This design comes from an exercise in tuning for small area, a short achievable clock period and few clock cycles per item on the open sky130 flow, not from production work. In this exercise RTL edits were held to simulation tests only and were not proved equivalent to the original. No activity file was given, so power comes from the tool's default toggle rates.

[design.v]
module kx_line_packer (
    input  wire        clk,
    input  wire        rst,
    input  wire [11:0] cfg_nozzles,    
    input  wire [3:0]  cfg_def,        
    input  wire [1:0]  cfg_op1,        
    input  wire [1:0]  cfg_op2,
    input  wire [1:0]  cfg_op3,
    input  wire        cfg_mask_en,    
    input  wire [31:0] cfg_sub,        
    input  wire [1:0]  cfg_sub_cap,
    input  wire [11:0] cfg_ovl_hi,     
    input  wire [11:0] cfg_ovl_lo,     
    input  wire        in_valid,
    output wire        in_ready,
    input  wire [3:0]  in_line,        
    input  wire [15:0] in_l0,          
    input  wire [15:0] in_l1,
    input  wire [15:0] in_l2,
    input  wire [15:0] in_l3,
    input  wire [2:0]  in_cov,         
    input  wire [7:0]  in_mask,        
    input  wire [7:0]  in_dead,        
    output reg         out_valid,
    output reg         out_last,
    output reg  [15:0] out_codes
);
    localparam LANES = 8;
    function [1:0] max2(input [1:0] a, input [1:0] b);
        max2 = (a > b) ? a : b;
    endfunction
    function [1:0] min2(input [1:0] a, input [1:0] b);
        min2 = (a < b) ? a : b;
    endfunction
    function [1:0] apply_layer(input [1:0] v, input [1:0] u, input [1:0] op,
                               input active);
        begin
            apply_layer = v;
            if (active && u != 2'b00) begin
                case (op)
                    2'd0:    apply_layer = u;
                    2'd1:    apply_layer = max2(v, u);
                    2'd2:    apply_layer = 2'b00;
                    default: apply_layer = v;
                endcase
            end
        end
    endfunction
    function [7:0] dither(input [3:0] x, input [3:0] y);
        reg [3:0] a;
        begin
            a = x ^ y;
            dither = {a[0], y[0], a[1], y[1], a[2], y[2], a[3], y[3]};
        end
    endfunction
    function [13:0] add13(input [12:0] x, input [12:0] y, input ci);
        integer k;
        reg     c;
        begin
            c = ci;
            for (k = 0; k < 13; k = k + 1) begin
                add13[k] = x[k] ^ y[k] ^ c;
                c = (x[k] & y[k]) | (c & (x[k] ^ y[k]));
            end
            add13[13] = c;
        end
    endfunction
    function ge13(input [12:0] x, input [12:0] y);
        integer k;
        reg     c;
        begin
            c = 1'b1;
            for (k = 0; k < 13; k = k + 1)
                c = (x[k] == y[k]) ? c : x[k];
            ge13 = c;
        end
    endfunction
    function [20:0] walk(input [20:0] e, input [20:0] e1, input [11:0] w);
        reg [13:0] bs;
        reg [13:0] bd;
        reg [13:0] as;
        begin
            bs = add13({1'b0, e[11:0]}, {1'b0, e1[11:0]}, 1'b0);
            bd = add13(bs[12:0], ~{1'b0, w}, 1'b1);
            as = add13({4'd0, e[20:12]}, {4'd0, e1[20:12]}, bd[13]);
            walk[11:0]  = bd[13] ? bd[11:0] : bs[11:0];
            walk[20:12] = as[9] ? 9'h1ff : as[8:0];
        end
    endfunction
    wire [13:0] wl_s = add13({1'b0, cfg_ovl_lo}, 13'd0, 1'b1);
    wire [13:0] wh_s = add13({1'b0, cfg_ovl_hi}, 13'd0, 1'b1);
    wire [13:0] hs_s = add13({1'b0, cfg_nozzles}, ~{1'b0, cfg_ovl_hi}, 1'b1);
    wire [11:0] wl = wl_s[11:0];
    wire [11:0] wh = wh_s[11:0];
    wire [11:0] hs = hs_s[11:0];                     
    wire [2:0]  hs_lane = hs[2:0];
    wire [3:0]  hi_init_o = 4'd8 - {1'b0, hs_lane};
    reg         tbl_ok;
    reg  [4:0]  eng_t;
    reg  [20:0] lo_e1, lo_e2, lo_e3, lo_e4;        
    reg  [20:0] hi_e1, hi_e2, hi_e3, hi_e4, hi_e8;
    reg  [20:0] hi_init;                             
    wire        eng_run  = ~tbl_ok & in_valid;
    wire        eng_div  = eng_run & (eng_t <= 5'd8);
    wire        eng_walk = eng_run & (eng_t > 5'd8) & (eng_t <= 5'd16);
    wire [3:0]  eng_n    = eng_t[3:0] - 4'd8;        
    wire        eng_done = eng_run & (eng_t == 5'd17);
    wire        eng_t0 = (eng_t == 5'd0);
    wire [12:0] lo_p2 = {eng_t0 ? 12'd0 : lo_e1[11:0], eng_t0};
    wire [12:0] hi_p2 = {eng_t0 ? 12'd0 : hi_e1[11:0], eng_t0};
    wire [13:0] lo_pd = add13(lo_p2, ~{1'b0, wl}, 1'b1);
    wire [13:0] hi_pd = add13(hi_p2, ~{1'b0, wh}, 1'b1);
    wire        lo_ge = lo_pd[13];
    wire        hi_ge = hi_pd[13];
    wire [7:0]  lo_q  = eng_t0 ? 8'd0 : lo_e1[19:12];
    wire [7:0]  hi_q  = eng_t0 ? 8'd0 : hi_e1[19:12];
    wire [20:0] lo_wop = (eng_n == 4'd1) ? 21'd0 : lo_e4;
    wire [20:0] hi_wop = (eng_n == 4'd1) ? 21'd0 : (eng_n <= 4'd4) ? hi_e4 : hi_e8;
    wire [20:0] lo_wnx = walk(lo_wop, lo_e1, wl);
    wire [20:0] hi_wnx = walk(hi_wop, hi_e1, wh);
    wire line_idle;
    always @(posedge clk) begin
        if (rst) begin
            tbl_ok <= 1'b0;
            eng_t  <= 5'd0;
        end else begin
            if (eng_run)
                eng_t <= eng_done ? 5'd0 : eng_t + 5'd1;
            if (eng_done)
                tbl_ok <= 1'b1;
            else if (line_idle)
                tbl_ok <= 1'b0;
        end
    end
    always @(posedge clk) begin
        if (eng_div) begin
            lo_e1 <= {lo_q, lo_ge, lo_ge ? lo_pd[11:0] : lo_p2[11:0]};
            hi_e1 <= {hi_q, hi_ge, hi_ge ? hi_pd[11:0] : hi_p2[11:0]};
        end
        if (eng_walk && eng_n <= 4'd4) begin
            lo_e4 <= lo_wnx;
            lo_e3 <= lo_e4;
            lo_e2 <= lo_e3;
            hi_e4 <= hi_wnx;
            hi_e3 <= hi_e4;
            hi_e2 <= hi_e3;
        end
        if (eng_walk && eng_n >= 4'd4)
            hi_e8 <= hi_wnx;
        if (eng_walk && eng_n == hi_init_o)
            hi_init <= hi_wnx;
    end
    assign in_ready = tbl_ok;
    wire in_fire = in_valid & tbl_ok;
    reg              a_valid;
    reg  [15:0]      a_code;
    reg  [LANES-1:0] a_dead;
    reg  [3:0]       a_x;
    reg  [15:0] s0_code;
    integer i;
    always @(*) begin : stage0
        reg [1:0] v;
        for (i = 0; i < LANES; i = i + 1) begin
            v = cfg_def[0] ? in_l0[2*i +: 2] : 2'b00;
            v = apply_layer(v, in_l1[2*i +: 2], cfg_op1, cfg_def[1] & in_cov[0]);
            v = apply_layer(v, in_l2[2*i +: 2], cfg_op2, cfg_def[2] & in_cov[1]);
            v = apply_layer(v, in_l3[2*i +: 2], cfg_op3, cfg_def[3] & in_cov[2]);
            if (cfg_mask_en && !in_mask[i])
                v = 2'b00;
            s0_code[2*i +: 2] = v;
        end
    end
    always @(posedge clk) begin
        if (rst)
            a_valid <= 1'b0;
        else
            a_valid <= in_fire;
        a_code <= s0_code;
        a_dead <= in_dead;
        a_x    <= in_line;
    end
    reg  [8:0] pos;           
    reg  [8:0] srv_left;      
    wire [13:0] pos_s    = add13({4'd0, pos}, 13'd0, 1'b1);
    wire [8:0]  pos_inc  = pos_s[8:0];
    wire        a_first  = (pos == 9'd0);
    wire        a_last   = (pos_inc == cfg_nozzles[11:3]);
    reg  [7:0]  lo_t;
    reg  [11:0] lo_rn;
    reg  [7:0]  hi_t;
    reg  [11:0] hi_r;
    function lo_reach(input [7:0] t, input [11:0] rn, input [20:0] e, input [7:0] d);
        reg [13:0] s;
        begin
            s = add13({5'd0, t}, {4'd0, e[20:12]}, ~ge13({1'b0, rn}, {1'b0, e[11:0]}));
            lo_reach = ge13({5'd0, d}, s[12:0]);
        end
    endfunction
    function hi_gt(input [7:0] t, input [11:0] r, input [20:0] e, input [7:0] d);
        reg [13:0] s;
        begin
            s = add13({5'd0, d}, {4'd0, e[20:12]}, ~ge13({1'b0, r}, {1'b0, e[11:0]}));
            hi_gt = ~ge13(s[12:0], {5'd0, t});
        end
    endfunction
    function [20:0] step_lo(input [7:0] t, input [11:0] rn, input [20:0] e, input [11:0] w);
        reg [13:0] d, dw, ts;
        begin
            d  = add13({1'b0, rn}, ~{1'b0, e[11:0]}, 1'b1);
            dw = add13(d[12:0], {1'b0, w}, 1'b0);
            ts = add13({5'd0, t}, {5'd0, e[19:12]}, ~d[13]);
            step_lo = {1'b0, ts[7:0], d[13] ? d[11:0] : dw[11:0]};
        end
    endfunction
    function [20:0] step_hi_back(input [7:0] t, input [11:0] r, input [20:0] e, input [11:0] w);
        reg [13:0] d, dw, ts;
        begin
            d  = add13({1'b0, r}, ~{1'b0, e[11:0]}, 1'b1);
            dw = add13(d[12:0], {1'b0, w}, 1'b0);
            ts = add13({5'd0, t}, ~{5'd0, e[19:12]}, d[13]);
            step_hi_back = {1'b0, ts[7:0], d[13] ? d[11:0] : dw[11:0]};
        end
    endfunction
    wire [20:0] lo_s3  = step_lo(lo_t, lo_rn, lo_e4, wl);
    wire [7:0]  lo_t3  = lo_s3[19:12];
    wire [11:0] lo_rn3 = lo_s3[11:0];
    wire [20:0] lo_s7  = step_lo(lo_t3, lo_rn3, lo_e4, wl);
    wire [7:0]  lo_t7  = lo_s7[19:12];
    wire [11:0] lo_rn7 = lo_s7[11:0];
    wire [20:0] hi_s3  = step_hi_back(hi_t, hi_r, hi_e4, wh);
    wire [7:0]  hi_t3  = hi_s3[19:12];
    wire [11:0] hi_r3  = hi_s3[11:0];
    wire [20:0] hi_f8  = walk({1'b0, hi_t, hi_r}, hi_e8, wh);
    wire [8:0]  lo_b   = cfg_ovl_lo[11:3];
    wire [8:0]  hi_b   = hs[11:3];
    wire        lo_all = ~ge13({4'd0, pos}, {4'd0, lo_b});
    wire        lo_at  = pos == lo_b;
    wire        hi_all = ~ge13({4'd0, hi_b}, {4'd0, pos});
    wire        hi_at  = pos == hi_b;
    reg  [LANES-1:0] s1_served;
    reg  [LANES-1:0] s1_keep;
    reg  [3:0]  pcnt;
    reg  [13:0] srv_d;
    always @(*) begin : stage1
        reg [3:0]  y;
        reg [13:0] ys;
        reg [7:0]  d;
        reg        in_lo, in_hi, lo_kill, hi_kill;
        pcnt = 4'd0;
        for (i = 0; i < LANES; i = i + 1) begin
            s1_served[i] = a_dead[i] & ((|srv_left[8:3]) | (pcnt[2:0] < srv_left[2:0]));
            pcnt = pcnt + {3'd0, a_dead[i]};
            y = {pos[0], i[2:0]};
            d = dither(a_x, y);
            in_lo = lo_all | (lo_at & (i[2:0] < cfg_ovl_lo[2:0]));
            case (i)
                0: lo_kill = lo_reach(lo_t,  lo_rn,  lo_e1, d);
                1: lo_kill = lo_reach(lo_t,  lo_rn,  lo_e2, d);
                2: lo_kill = lo_reach(lo_t,  lo_rn,  lo_e3, d);
                3: lo_kill = ge13({5'd0, d}, {5'd0, lo_t3});
                4: lo_kill = lo_reach(lo_t3, lo_rn3, lo_e1, d);
                5: lo_kill = lo_reach(lo_t3, lo_rn3, lo_e2, d);
                6: lo_kill = lo_reach(lo_t3, lo_rn3, lo_e3, d);
                default: lo_kill = ge13({5'd0, d}, {5'd0, lo_t7});
            endcase
            ys = add13({9'd0, pos[0], i[2:0]}, {9'd0, cfg_ovl_hi[3:0]}, 1'b0);
            y = ys[3:0];
            d = dither(a_x, y);
            in_hi = hi_all | (hi_at & (i[2:0] >= hs_lane));
            case (i)
                0: hi_kill = hi_gt(hi_t3, hi_r3, hi_e3, d);
                1: hi_kill = hi_gt(hi_t3, hi_r3, hi_e2, d);
                2: hi_kill = hi_gt(hi_t3, hi_r3, hi_e1, d);
                3: hi_kill = ~ge13({5'd0, d}, {5'd0, hi_t3});
                4: hi_kill = hi_gt(hi_t,  hi_r,  hi_e3, d);
                5: hi_kill = hi_gt(hi_t,  hi_r,  hi_e2, d);
                6: hi_kill = hi_gt(hi_t,  hi_r,  hi_e1, d);
                default: hi_kill = ~ge13({5'd0, d}, {5'd0, hi_t});
            endcase
            s1_keep[i] = ~(in_lo & lo_kill) & ~(in_hi & hi_kill);
        end
        srv_d = add13({4'd0, srv_left}, ~{9'd0, pcnt}, 1'b1);
    end
    always @(posedge clk) begin
        if (rst) begin
            pos       <= 9'd0;
            srv_left  <= 9'd256;
        end else if (a_valid) begin
            if (a_last) begin
                pos       <= 9'd0;
                srv_left  <= 9'd256;
            end else begin
                pos       <= pos_inc;
                srv_left  <= srv_d[13] ? srv_d[8:0] : 9'd0;
            end
        end
    end
    always @(posedge clk) begin
        if (eng_done || (a_valid && a_last)) begin
            lo_t  <= 8'd0;
            lo_rn <= cfg_ovl_lo;
            hi_t  <= hi_init[19:12];
            hi_r  <= hi_init[11:0];
        end else if (a_valid) begin
            lo_t  <= lo_t7;
            lo_rn <= lo_rn7;
            if (hi_all | hi_at) begin
                hi_t <= hi_f8[19:12];
                hi_r <= hi_f8[11:0];
            end
        end
    end
    reg              b_valid;
    reg              b_first;
    reg              b_last;
    reg  [15:0]      b_code;
    reg  [LANES-1:0] b_dead;
    reg  [LANES-1:0] b_served;
    reg  [LANES-1:0] b_keep;
    reg  [1:0]       l_code;
    reg              l_dead;
    reg              l_served;
    wire b_out = b_valid & (b_last | a_valid);
    assign line_idle = ~a_valid & ~b_valid & ~out_valid & ~in_fire;
    reg  [31:0] subm;
    always @(*) begin
        for (i = 0; i < 16; i = i + 1)
            subm[2*i +: 2] = min2(cfg_sub_cap, cfg_sub[2*i +: 2]);
    end
    reg  [1:0] nb_code   [0:LANES+1];
    reg        nb_dead   [0:LANES+1];
    reg        nb_served [0:LANES+1];
    reg  [1:0] rs_up     [0:LANES+1];    
    reg  [1:0] rs_dn     [0:LANES+1];    
    reg  [15:0] s2_codes;
    always @(*) begin : stage2
        reg [3:0] idx;
        reg [1:0] r;
        reg [1:0] o;
        integer   n;
        nb_code[0]   = l_code;
        nb_dead[0]   = l_dead & ~b_first;
        nb_served[0] = l_served & ~b_first;
        for (n = 0; n < LANES; n = n + 1) begin
            nb_code[n+1]   = b_code[2*n +: 2];
            nb_dead[n+1]   = b_dead[n];
            nb_served[n+1] = b_served[n];
        end
        nb_code[LANES+1]   = a_code[1:0];
        nb_dead[LANES+1]   = a_dead[0] & ~b_last;
        nb_served[LANES+1] = a_dead[0] & (|srv_left) & ~b_last;
        for (n = 0; n <= LANES + 1; n = n + 1) begin
            rs_up[n] = 2'b00;
            rs_dn[n] = 2'b00;
        end
        for (n = 0; n <= LANES; n = n + 1) begin
            idx = nb_dead[n] ? {nb_code[n], nb_code[n+1]} : {nb_code[n+1], nb_code[n]};
            r   = subm[2*idx +: 2];
            if (nb_served[n] && nb_code[n] != 2'b00)
                rs_dn[n+1] = r;
            if (nb_served[n+1] && nb_code[n+1] != 2'b00)
                rs_up[n] = r;
        end
        for (n = 1; n <= LANES; n = n + 1) begin
            o = max2(nb_code[n], max2(rs_dn[n], rs_up[n]));
            if (nb_dead[n] || !b_keep[n-1])
                o = 2'b00;
            s2_codes[2*(n-1) +: 2] = o;
        end
    end
    always @(posedge clk) begin
        if (rst) begin
            b_valid   <= 1'b0;
            out_valid <= 1'b0;
        end else begin
            out_valid <= b_out;
            if (a_valid)
                b_valid <= 1'b1;
            else if (b_out)
                b_valid <= 1'b0;
        end
    end
    always @(posedge clk) begin
        if (b_out) begin
            out_codes <= s2_codes;
            out_last  <= b_last;
            l_code    <= b_code[15:14];
            l_dead    <= b_dead[LANES-1];
            l_served  <= b_served[LANES-1];
        end
        if (a_valid) begin
            b_first  <= a_first;
            b_last   <= a_last;
            b_code   <= a_code;
            b_dead   <= a_dead;
            b_served <= s1_served;
            b_keep   <= s1_keep;
        end
    end
endmodule
[run.sh]
#!/bin/bash
# synth_recipe.tcl (not shown) runs the flow's synth.tcl, then flattens the netlist and writes it again
# the make line also repeats each setting of config.mk as NAME=value (left out here)
make -C /OpenROAD-flow-scripts/flow DESIGN_CONFIG=/design/flow/config.mk WORK_HOME=/design/flow/orfs CLKGATE_MAP_FILE= SYNTH_SCRIPT=/design/flow/synth_recipe.tcl finish
[config.mk]
export PLATFORM = sky130hd
export DESIGN_NAME = kx_line_packer
export DESIGN_NICKNAME = kx_line_packer
export VERILOG_FILES = /design/flow/design.v
export SDC_FILE = /design/flow/constraint.sdc
export NUM_CORES = 4
export LEC_CHECK = 0
export CAP_MARGIN = 20
export CORE_MARGIN = 2
export CORE_UTILIZATION = 40
export CTS_CLUSTER_DIAMETER = 40
export CTS_CLUSTER_SIZE = 8
export SLEW_MARGIN = 20
[constraint.sdc]
create_clock -name core_clock -period 13.0 [get_ports {clk}]
set_input_delay 2.6000 -clock core_clock [delete_from_list [all_inputs] [get_ports {clk}]]
set_output_delay 2.6000 -clock core_clock [all_outputs]
set_load 0.01 [all_outputs]
==> summary.txt <==
CTS
  • Number of post-CTS setup repair buffers: 0
  • TritonCTS Sinks: 367
  • Number of buffers added to fix hold violations after cts: 0
  • Longest Clk Path Bufs: 3
  • Source-to-sink clock delay at the later pin of the worst-skew pair: 0.64 ns
  • Cell chosen for the clock root: sky130_fd_sc_hd__clkbuf_16
  • TritonCTS clock tree: built
  • Clock-pin slew of the registers on the worst-case setup and hold paths: 0.05 ns
  • H-Tree Depth: 3
  • Cts bufs inserted: 83

Route
  • Met2 wirelength from detailed routing: 44200 um
  • Via density per instance: 5.28
  • Sum of met3 wire segment lengths after detailed routing: 4840 um
  • First-pass iteration count of the detailed router: 5
  • # DRC: 0
  • Via count of the routed design: 25800
  • Average wire length per cell after detail routing: 19.4 um
  • Number of nets with antenna violations after routing: 0
  • Top layer reached by signal wires: met5
  • Drt first-iter violations: 1743
  • Total detailed-routing wirelength: 95000 um
  • Total routed wire length on the met1 layer: 43700 um

Synthesis
  • Area fraction in compound gates after synthesis: 11.6%
  • Adder-cell share of the synthesized area: 29.4%
  • Post-synth EDFFs: 304
  • Simple-gate portion of the synthesized area: 10.8%
  • Distinct cells, synth: 76
  • Synth Area per Inst: 10.0 um2
  • Synth Instances: 3459
  • Post-synthesis share of cell area spent on xor and xnor gates: 2.05%
  • Mux contribution to synthesized area: 9.14%
  • Total number of yosys warnings: 6
  • Number of flip-flops and latches in the synthesized netlist: 367
  • Post-synthesis async set-or-reset flop share: 0%
  • Post-synth top flop: sky130_fd_sc_hd__edfxtp_1
  • Mapped Nets: 4190
  • Post-synthesis instance area: 0.0347 mm2
  • Largest family of logic cells by synthesized area: adder cells
  • Fraction of the yosys area taken by sequential cells: 30.0%

Power
  • Share of total power in the clock network: 47.5%
  • Comb power frac: 21.3%
  • Switching Share: 28.7%
  • Net load switching power: 0.00126 W
  • Power per standard cell area: 108 mW/mm2
  • VDD IR-drop max: 102 uV
  • Sequential Power Share: 31.2%
  • Static Leakage: 17.1 nW
  • Cell Int Power: 0.00314 W

Worst setup path
  • Highest fanout seen on the critical path: 3
  • Reg-to-reg endpoint: b_keep[7]
  • Source of the worst register-to-register timing path: lo_rn[0]
  • Worst path arrival time: 13.05 ns
  • Worst stage delay on the critical path: 0.44 ns
  • Cell depth of the worst flop-to-flop path: 44
  • Data required time of the critical path: 13.47 ns
  • Crit path top cell by count: sky130_fd_sc_hd__fa_1
  • Type of destination of the critical path: flop
  • Kind of start point of the critical path: flop
  • Max stage delay cell, worst path: sky130_fd_sc_hd__fa_1
  • Path type of the worst setup path: flop to flop
  • Slack of the worst reg-to-reg path: 0.42 ns

Placed design
  • Placer Congestion: 0.880
  • I/O Buffers: 189
  • Half-perimeter wire length after placement: 74000 um
  • Instance area after placement: 0.0380 mm2

Worst hold path
  • Hold endpoint: b_code[13]
  • WHS Path Cells: 0
  • Worst min-delay path startpoint: a_code[13]
  • Classification of the worst-slack hold path: flop to flop

Finish
  • FF/Latch Area: 0.0104 mm2
  • Synthesis-to-finish area growth: 17.9%
  • Final #Nets: 4399
  • Post-route cell area: 0.0409 mm2
  • Count of filler cells inserted in the layout: 7888
  • Layout cells sized above 1: 8.32%
  • Area of the multi-input gates: 0.0219 mm2

Die
  • Chip width: 298 um
  • Initial core utilization: 40.5%
  • Number of placement rows: 107
  • Ports placed on the boundary: 190
  • Die area: 0.0890 mm2
  • Floorplan die height: 298 um
  • Core ar.: 0.0855 mm2

STA
  • Normalized max-slew margin: 27.3%
  • Final Hold Fails: 0
  • Worst-margin pin slew: 1.08 ns
  • Pins Over Slew Limit: 0
  • Unrepaired setup endpoints after global routing: no
  • Time the final worst path needs with I/O delays and setup: 12.58 ns
  • Worst-case clock skew: 0.0417 ns
  • Setup violators final: 0
  • Max Freq: 0.0795 GHz
  • Sum Neg Setup Slack: 0 ns
  • Share of the clock period used by the worst path after layout: 96.7%

Run
  • Count of max-cap constraint violations: 0

Global route
  • Number of global-route vias before repair: 26200
  • Overall track demand over capacity in global routing: 21.5%
  • Grt total ovfl: 0
  • Number of antenna violations at the first check in global routing: 5
  • Wire length of the first global-routing pass: 151000 um
  • Largest net degree at the start of global routing: 67

Outcome
  • Run status: finished clean
==> kinds of logic after synthesis <==
group | Yosys count
simple gates | 844
fa+ha+maj | 646
buf+inv | 645
compound gates | 621
flops | 367
mux | 258
xor+xnor | 78
==> stage by stage <==
stage               total power [W]  setup WS, ns  instances  util [%]  hold WS (ns)
CTS                         0.00444         0.231       4882      47.7         0.397
global placement            0.00231         0.499       4725      44.4         0.388
detailed placement          0.00233         0.230       4726      44.4         0.389
floorplan                   0.00204         0.616       3459         -         0.386
global route                0.00463       0.00653       4887      47.8         0.404
finish                      0.00440         0.424       4887      47.8         0.395
==> area by class of cell <==
| type | count | share of cell area (%) |
|---|---|---|
| well taps | 1144 | 3.50 |
| flip-flops and latches | 367 | 25.4 |
| clock inverters | 55 | 1.48 |
| clock buffers | 101 | 5.43 |
| repair buffers | 243 | 5.67 |
| inverters | 526 | 4.83 |
| diodes | 4 | 0.0245 |
| multi-input cells | 2447 | 53.6 |
==> power by group through the flow <==
stage	Combinational, W	Clock, W	Sequential, W
2_1_floorplan	0.000661	0	0.00138
3_3_place_gp	0.000913	0	0.00139
3_5_place_dp	0.000932	0	0.00139
4_1_cts	0.000940	0.00213	0.00137
5_1_grt	0.00107	0.00219	0.00137
6_report	0.000939	0.00209	0.00137
==> sequential cells by signal, indices dropped and copies added, names as in the netlist, 20 cells and up <==
register	cells
lo_e3	21
lo_e4	21
hi_e1	21
hi_e3	21
hi_e2	21
lo_e2	21
lo_e1	21
hi_e4	21
hi_init	20
hi_e8	21
==> cell usage after synthesis (all sizes together), types with 36 or more instances <==
master | count | area (um2)
a21oi | 155 | 780
a211oi | 45 | 338
edfxtp | 304 | 9130
nand2b | 54 | 338
fa | 309 | 6190
o21ai | 151 | 767
clkbuf | 108 | 405
maj3 | 86 | 875
ha | 251 | 3140
mux4 | 43 | 968
nand3 | 51 | 255
nor2b | 58 | 363
nor2 | 299 | 1120
xnor2 | 54 | 473
mux2 | 36 | 405
dfxtp | 63 | 1260
mux2i | 179 | 1790
inv | 522 | 1960
nand2 | 287 | 1080
==> worst max-delay path by stage <==
stage | from | to | cells after the start
floorplan | lo_rn[0] | b_keep[7] | 46
global placement | lo_rn[0] | b_keep[7] | 44
detailed placement | lo_rn[0] | b_keep[7] | 44
CTS | lo_rn[0] | b_keep[7] | 44
global route | lo_rn[0] | b_keep[7] | 44
finish | lo_rn[0] | b_keep[7] | 44
==> worst max-delay path: cells and delay by family (launching register included) <==
kind,cells,cell delay [ns]
AOI/OAI and AO/OA,1,0.21
adders and majority gates,32,10.66
buffers and inverters,7,0.51
and+or+nand+nor,4,0.63
DFF,1,0.37
==> timing repair <==
| item | CTS | global route |
|---|---|---|
| endpoints found under the setup margin | 0 | 1 |
| hold endpoints to repair | 0 | 0 |
| resized for setup | 0 | 6 |
==> placed cells by master (no fill, tap or decap), drive strengths merged, types with 45 or more instances in the layout <==
| master | netlist | routed |
|---|---|---|
| ha | 251 | 251 |
| edfxtp | 304 | 304 |
| nor2 | 299 | 299 |
| dfxtp | 63 | 63 |
| maj3 | 86 | 86 |
| a211oi | 45 | 45 |
| buf | 11 | 53 |
| mux2i | 179 | 179 |
| clkbuf | 108 | 102 |
| nand2b | 54 | 54 |
| o21ai | 151 | 151 |
| inv | 522 | 523 |
| a21oi | 155 | 155 |
| fa | 309 | 309 |
| nand3 | 51 | 51 |
| clkdlybuf4s50 | 0 | 189 |
| nor2b | 58 | 58 |
| xnor2 | 54 | 54 |
| nand2 | 287 | 287 |
==> per-layer routing <==
layer	up-vias	global-route usage [%]
met3	122	2.96
met5	-	0
met2	654	34.6
li1	12300	-
met1	12700	30.2
met4	2	6.48
Testbench counts, summed over its fixed seeds: cycles 25,248, beats 24,576.

[static timing again, ports no longer ideal]
Ports are ideal in the flow. The routed layout listed here was re-timed in OpenROAD. Step 1, drivers: a clkbuf_16 drives clk and a buf_2 each remaining input, both assumed. Step 2 adds t to the input delays and takes it off the output delays; t is the mean of the earliest and latest rising clock arrival at the registers after step 1. Input paths then give back, and output paths get back, about the clock's delay inside the block. a / b / c = ideal / step 1 / step 2; a / b = the first two.
t, ns: 0.682
setup WS [ns]: 0.424 / 0.424 / 0.314
hold WS [ns]: 0.395 / 0.395 / 0.395
latest minus earliest clock arrival (ns): 0.045 / 0.045
worst data-port slew with drivers (ns): 0.08
After both steps setup and hold are still met in this run. The setup slack of this run moves by 0.000 ns with the drivers and by -0.110 ns with both steps.
